This is an optimization exercise on Yosys and OpenROAD, whose aim is small area, a short achievable clock period and few clock cycles per item, not a production implementation. In this exercise RTL edits were held to simulation tests only and were not proved equivalent to the original.

== v6 ==
// se_alu
module se_alu (
    input  wire        clk,
    input  wire        rst,           
    input  wire        in_valid,
    output wire        in_ready,
    input  wire [31:0] in_insn,       
    input  wire [63:0] in_a,          
    input  wire [63:0] in_b,          
    output reg         out_valid,
    input  wire        out_ready,
    output reg  [63:0] out_result,
    output reg         out_illegal
);
    localparam [63:0] K = 64'hA24B_1F6D_9C35_E817;
    reg adv;
    reg in_ready_r;    
    assign in_ready = in_ready_r;
    wire [5:0]  in_op   = in_insn[31:26];
    wire        in_hash = (in_op == 6'h0C);
    wire        in_shl  = (in_op == 6'h05) || (in_op == 6'h14);
    wire        in_shr  = (in_op == 6'h06) || (in_op == 6'h07) || (in_op == 6'h15) || (in_op == 6'h16);
    wire        in_sgn  = ((in_op == 6'h07) || (in_op == 6'h16)) && in_a[63];
    wire [5:0]  in_sh   = in_op[4] ? in_insn[5:0] : in_b[5:0];
    reg  [63:0] in_ar;
    integer j;
    always @* begin
        for (j = 0; j < 64; j = j + 1)
            in_ar[j] = in_a[63 - j];
    end
    wire [63:0] in_x = in_hash ? (in_a ^ in_b) : (in_shr ? in_ar : in_a);
    function [63:0] benc(input [63:0] y);
        integer e;
        begin
  ...
Size: about 8800 cells after synthesis, roughly 510 flip-flops, roughly 230 I/O pins, ~0.10 sq mm of cells after synthesis.
clock: 26.0 ns
lec_check: 0
cap_margin: 20
core_margin: 2
core_utilization: 45
setup_slack_margin: 1.0
slew_margin: 20
synth_hierarchical: 1
standard.sh (not shown) runs the stock make flow with config.mk's settings and CLKGATE_MAP_FILE= SYNTH_SCRIPT=/design/flow/synth_recipe.tcl, a recipe that flattens the netlist after the stock synthesis.
==> flow/flow/run.sh <==
#!/bin/bash
# Layout flow: the standard ORFS flow (standard.sh, unchanged synthesis)
# with two changes to how the layout is made, none to the constraints:
#  - repair_timing gets a larger setup margin, so it works towards a clock
#    period well below the design's 26 ns (the SDC itself is unchanged);
#  - the port buffers are plain buffers instead of the default choice.
set -euo pipefail
MARGIN=$(cat flow/setup_margin.txt)
sed -e "s/SETUP_SLACK_MARGIN=[0-9.]*/SETUP_SLACK_MARGIN=${MARGIN}/" \
    -e "s/\"\${@:-finish}\"/BUFFER_PORTS_ARGS=\"-buffer_cell sky130_fd_sc_hd__buf_4\" \"\${@:-finish}\"/" \
    standard.sh > standard_margin.sh
bash standard_margin.sh > standard.log 2>&1
==> flow/flow/setup_margin.txt <==
19.5
Per the final summary, v6 finished and its layout is clean on timing, DRC and antenna.
Testbench counts of v6, summed over its fixed seeds: cycles 24,032, items 24,000.
Inputs modified between v6 and v7:
==> flow/flow/setup_margin.txt <==
19.75
--- a/flow/config.mk
+++ b/flow/config.mk
@@ -8,5 +8,5 @@
 export CAP_MARGIN = 20
 export CORE_MARGIN = 2
-export CORE_UTILIZATION = 45
+export CORE_UTILIZATION = 40
 export SETUP_SLACK_MARGIN = 1.0
 export SLEW_MARGIN = 20
### Flow results
The final layouts of v6 and v7 pass the timing, design-rule and antenna checks.
v6 vs v7, highest-delay cell along the critical path: sky130_fd_sc_hd__fa_1 vs sky130_fd_sc_hd__edfxtp_1
Worst-case hold slack, v6 and v7: smaller value in v7
On number of iterations in the first detailed-routing pass: between v6 and v7, it ends up lower for v7.
Final cycle utilization of the critical path in v7 vs v6: down 0.39 points
As far as number of primary I/O pins goes, v6 and v7 are indistinguishable; the numbers are identical.
Relative to v6, v7 degrades area of the core.
Comparing v6 and v7, the lower area occupied by multi-input gates is on v6.
v6 → v7: signed area change from the synthesized netlist to the final layout went up by 3.2 points; global-route usage over all layers shrank by 2.9 points; worst setup slack rose 0.10 ns.

========
se_alu again, from the RTL that the note above started with.
Settings: LEC_CHECK=0, CAP_MARGIN=20, CORE_MARGIN=2, CORE_UTILIZATION=40, SETUP_SLACK_MARGIN=1.0, SLEW_MARGIN=20, SYNTH_HIERARCHICAL=1; clock period 26.0 ns.
==> flow/flow/setup_margin.txt <==
19.5
Scripts as last shown in full above: flow/flow/run.sh
The baseline passed the timing, design-rule and antenna checks.
Testbench counts at the start, summed over its fixed seeds: cycles 24,032, items 24,000.
Edit:
==> flow/flow/setup_margin.txt (replaced) <==
19.25
After rerunning:
- worst hold slack is better by 0.012 ns
- clock-buffer cell count increases by 2
- first-iteration DRC count increases slightly
- utilization decreases by 0.63 points

-- separate check: timing with driven ports --
No port has a modelled driver above. Below, the same layouts with a new extraction and two added sets of constraints.
Step 1 (the two cells are an assumption about what drives the block):
set clk [get_ports {clk}]
set_driving_cell -lib_cell sky130_fd_sc_hd__clkbuf_16 $clk
set_driving_cell -lib_cell sky130_fd_sc_hd__buf_2 [delete_from_list [all_inputs] $clk]
Step 2, shift: input delay + t, output delay - t, t = (earliest + latest rising clock arrival at the registers) / 2. This alone moves slack from input paths to output paths.
a / b / c = ideal ports / drivers / drivers and shift; a / b = the first two.
| run | t, ns | setup slack, ns | clock arrival spread, ns |
|---|---|---|---|
| v6 | 0.833 | 19.417 / 19.375 / 18.679 | 0.070 / 0.071 |
| v7 | 0.808 | 19.517 / 19.427 / 18.937 | 0.051 / 0.051 |
| the first run of note 2 | 0.819 | 19.444 / 19.422 / 18.691 | 0.037 / 0.038 |
| the second run of note 2 | 0.817 | 19.235 / 19.245 / 18.461 | 0.047 / 0.046 |
After both steps setup and hold are still met in every run listed. The setup slack of the second run of note 2, which loses most, moves by +0.010 ns with the drivers and by -0.774 ns with both steps.
